Source: an optimization exercise on an open RTL-to-GDS flow (aim: small area, a short achievable clock period and few clock cycles per item). Production flows keep margins and buffers that such runs may drop. The RTL was checked by simulation tests, not by an equivalence proof against the original design.

==> flow/design.v (excerpt) <==
module winnow_key (
    input  wire        clk,
    input  wire        rst,
    input  wire        req_valid,
    output wire        req_ready,
    input  wire [31:0] req_period,
    input  wire [9:0]  req_n_inst,
    input  wire [15:0] req_i_pred,
    input  wire        req_pol,
    input  wire [15:0] req_p_sw,
    input  wire [7:0]  req_k_th,
    input  wire [7:0]  req_th_code,
    input  wire        cell_valid,
    output wire        cell_ready,
    input  wire        cell_last,
    input  wire [15:0] cell_vcap,
    input  wire [18:0] cell_tau,
    input  wire [23:0] cell_cgain,
    input  wire [7:0]  cell_temp,
    input  wire        cell_ins,
    input  wire [9:0]  cell_pos,
    output reg         out_valid,
    output reg         out_last,
    output reg  [33:0] out_ck
);
    localparam integer MS = 2;               
    localparam integer MOD_CYC = (32 + MS - 1) / MS;   
    localparam integer PW = MOD_CYC * MS;              
    localparam [5:0] READY_AT = (MOD_CYC >= 3) ? MOD_CYC - 3 : 0;
    reg        req_ready_r;
    reg        req_nld;        
    reg        cell_ready_r;
    reg        cell_nrdy;      
    assign req_ready  = req_ready_r;
    assign cell_ready = cell_ready_r;
  ...
Settings: LEC_CHECK=0, ABC_AREA=1, CAP_MARGIN=20, CORE_MARGIN=2, CORE_UTILIZATION=55, CTS_CLUSTER_DIAMETER=100, CTS_CLUSTER_SIZE=24, SLEW_MARGIN=20; clock period 25.0 ns.
standard.sh (not shown) runs the stock make flow with config.mk's settings and CLKGATE_MAP_FILE= SYNTH_SCRIPT=/design/flow/synth_recipe.tcl, a recipe that flattens the netlist after the stock synthesis.
==> flow/flow/run.sh <==
#!/bin/bash
set -euo pipefail
here=$(pwd)
bash standard.sh "BUFFER_PORTS_ARGS=-buffer_cell sky130_fd_sc_hd__buf_4" \
    "POST_GLOBAL_PLACE_TCL=$here/flow/input_buffers.tcl" finish > flow_make.log 2>&1
==> flow/flow/input_buffers.tcl <==
# After global placement: the standard flow has buffered every port with
# sky130_fd_sc_hd__buf_4 (BUFFER_PORTS_ARGS in run.sh); the inputs have timing
# slack, so their buffers are made sky130_fd_sc_hd__buf_1. The output buffers,
# which drive the output load, stay buf_4.
set n 0
foreach inst [get_cells input*] {
  if { [get_property $inst ref_name] == "sky130_fd_sc_hd__buf_4" } {
    replace_cell $inst sky130_fd_sc_hd__buf_1
    incr n
  }
}
puts "input port buffers made sky130_fd_sc_hd__buf_1: $n"
The first run produced a clean layout.
Testbench counts at the start, summed over its fixed seeds: cycles 12,040, items 11,512.
Change:
--- a/flow/config.mk
+++ b/flow/config.mk
@@ -9,6 +9,4 @@
 export CAP_MARGIN = 20
 export CORE_MARGIN = 2
-export CORE_UTILIZATION = 55
-export CTS_CLUSTER_DIAMETER = 100
-export CTS_CLUSTER_SIZE = 24
+export CORE_UTILIZATION = 40
 export SLEW_MARGIN = 20
What happened: The new run ran to the end with no violations. Register-to-register slack loses 0.11 ns. Global-route usage is lower by 7.7 points. Core utilization fell by 15 points. Clock skew grows by 0.0044 ns. Sequential share of layout area is lower by 0.51 points.

========
== old ==
winnow_key, a different RTL version from the one above (not shown whole).
For scale: roughly 4700 cells after synthesis, ~43000 sq um of cells after synthesis.
// winnow_key
module winnow_key (
    input  wire        clk,
    input  wire        rst,
    input  wire        req_valid,
    output wire        req_ready,
    input  wire [31:0] req_period,
    input  wire [9:0]  req_n_inst,
    input  wire [15:0] req_i_pred,
    input  wire        req_pol,
    input  wire [15:0] req_p_sw,
    input  wire [7:0]  req_k_th,
    input  wire [7:0]  req_th_code,
    input  wire        cell_valid,
    output wire        cell_ready,
    input  wire        cell_last,
    input  wire [15:0] cell_vcap,
    input  wire [18:0] cell_tau,
    input  wire [23:0] cell_cgain,
    input  wire [7:0]  cell_temp,
    input  wire        cell_ins,
    input  wire [9:0]  cell_pos,
    output reg         out_valid,
    output reg         out_last,
    output reg  [33:0] out_ck
);
export LEC_CHECK = 0
export ABC_AREA = 1
export CAP_MARGIN = 20
export CORE_MARGIN = 2
export CORE_UTILIZATION = 65
export CTS_CLUSTER_DIAMETER = 100
export CTS_CLUSTER_SIZE = 24
export SLEW_MARGIN = 20
create_clock -name core_clock -period 25.0 [get_ports {clk}]
==> flow/flow/run.sh <==
#!/bin/bash
set -euo pipefail
here=$(pwd)
res=$here/orfs/results/${FLOW_PLATFORM:-sky130hd}/winnow_key/base
args=("BUFFER_PORTS_ARGS=-buffer_cell sky130_fd_sc_hd__buf_4"
      "POST_GLOBAL_PLACE_TCL=$here/flow/input_buffers.tcl")
bash standard.sh "${args[@]}" "$res/1_2_yosys.v" > flow_make_synth.log 2>&1
cp "$res/1_2_yosys.v" "$here/1_2_yosys.standard.v"
python3 "$here/flow/fa_polarity.py" "$here/1_2_yosys.standard.v" "$res/1_2_yosys.v" > fa_polarity.log 2>&1
bash standard.sh "${args[@]}" finish > flow_make.log 2>&1
Scripts as last shown in full above: flow/flow/input_buffers.tcl
Other scripts of this flow, unchanged in this note and not shown: flow/flow/fa_polarity.py
Testbench counts of old, summed over its fixed seeds: cycles 12,040, items 11,512.
--- input diff old..new ---
- CORE_UTILIZATION now 55, was 65
[summary]
new | status: complete | timing, DRC, antenna: pass
[compare] base=old new=new: initial antenna violation count stayed essentially flat; width of the chip has increased.
The final reports for new and old show number of cells on the worst reg-to-reg path higher in the former.
On worst-case hold slack, old and new are basically level.
Re die footprint: new is about 18% up on old.
Re area added between synthesis and finish: old and new aren't equal, and the lower value belongs to old.

========
winnow_key with an RTL version that a note above also has.
Size in the first run: about 5300 cells after synthesis, ~410 flip-flops, ~210 I/O pins, about 0.045 mm^2 of cells after synthesis.
==> flow/config.mk <==
export PLATFORM = sky130hd
export DESIGN_NAME = winnow_key
export DESIGN_NICKNAME = winnow_key
export VERILOG_FILES = /design/flow/design.v
export SDC_FILE = /design/flow/constraint.sdc
export NUM_CORES = 4
export LEC_CHECK = 0
export ABC_AREA = 1
export CAP_MARGIN = 20
export CORE_MARGIN = 2
export CORE_UTILIZATION = 40
export CTS_CLUSTER_DIAMETER = 80
export CTS_CLUSTER_SIZE = 32
export SLEW_MARGIN = 20
==> flow/constraint.sdc <==
create_clock -name core_clock -period 25.0 [get_ports {clk}]
set_input_delay 5.0000 -clock core_clock [delete_from_list [all_inputs] [get_ports {clk}]]
set_output_delay 5.0000 -clock core_clock [all_outputs]
set_load 0.01 [all_outputs]
==> flow/flow/run.sh <==
#!/bin/bash
set -euo pipefail
here=$(pwd)
bash standard.sh "BUFFER_PORTS_ARGS=-buffer_cell sky130_fd_sc_hd__buf_4" \
    "POST_GLOBAL_PLACE_TCL=$here/flow/input_buffers.tcl" finish > flow_make.log 2>&1
Scripts as last shown in full above: flow/flow/input_buffers.tcl
The starting point finished clean.
Testbench counts at the start, summed over its fixed seeds: cycles 12,040, items 11,512.
Change:
- CTS_CLUSTER_DIAMETER: 80 -> 100
- CTS_CLUSTER_SIZE: 32 -> 24
After rerunning: Global-route usage hardly moves; wire length barely changes; synthesized area stays the same; worst hold slack is worse by 0.0063 ns; first-iteration DRC count climbs by 1.8%; via count stays flat; setup slack is better by 0.026 ns.
Change:
==> flow/flow/run.sh (replaced) <==
#!/bin/bash
set -euo pipefail
here=$(pwd)
bash standard.sh "BUFFER_PORTS_ARGS=-buffer_cell sky130_fd_sc_hd__buf_4" \
    "POST_GLOBAL_PLACE_TCL=$here/flow/input_buffers.tcl" \
    "CTS_ARGS=-repair_clock_nets" finish > flow_make.log 2>&1
- CORE_UTILIZATION: 40 -> 55
After rerunning: The new run produced a clean layout; worst setup slack is worse by 0.0098 ns; via count barely changes; final cell count shrinks by 6.1%; synthesized cell count does not change.

-- what the ideal ports hide --
Ports are ideal in the flow. The routed layouts listed here were re-timed in OpenROAD. Step 1, drivers: a clkbuf_16 drives clk and a buf_2 each remaining input, both assumed. Step 2 also shifts input and output timing later by t, the mid clock arrival at the registers, as if the neighbouring blocks saw the same clock. Three values: no drivers, after step 1, after step 2; two values: the first two.
| run | t, ns | setup slack, ns | hold WS [ns] | worst setup path after step 2 | worst register clock-pin slew, ns |
|---|---|---|---|---|---|
| the first run of note 1 | 0.697 | 18.866 / 18.798 / 18.979 | 0.309 / 0.309 / 0.309 | input to register | 0.10 / 0.10 |
| the second run of note 1 | 0.707 | 18.902 / 18.834 / 18.914 | 0.324 / 0.324 / 0.324 | register to register | 0.07 / 0.07 |
| old | 0.679 | 18.920 / 18.849 / 19.092 | 0.324 / 0.324 / 0.324 | register to register | 0.10 / 0.10 |
| new | 0.670 | 18.927 / 18.859 / 19.147 | 0.325 / 0.325 / 0.325 | input to register | 0.10 / 0.10 |
| the first run of note 3 | 0.725 | 18.858 / 18.791 / 18.906 | 0.332 / 0.332 / 0.332 | register to register | 0.10 / 0.10 |
| the second run of note 3 | 0.710 | 18.884 / 18.817 / 18.921 | 0.326 / 0.326 / 0.326 | register to register | 0.10 / 0.10 |
| the third run of note 3 | 0.702 | 18.874 / 18.808 / 18.965 | 0.305 / 0.305 / 0.305 | input to register | 0.08 / 0.08 |
After both steps setup and hold are still met in every run listed.
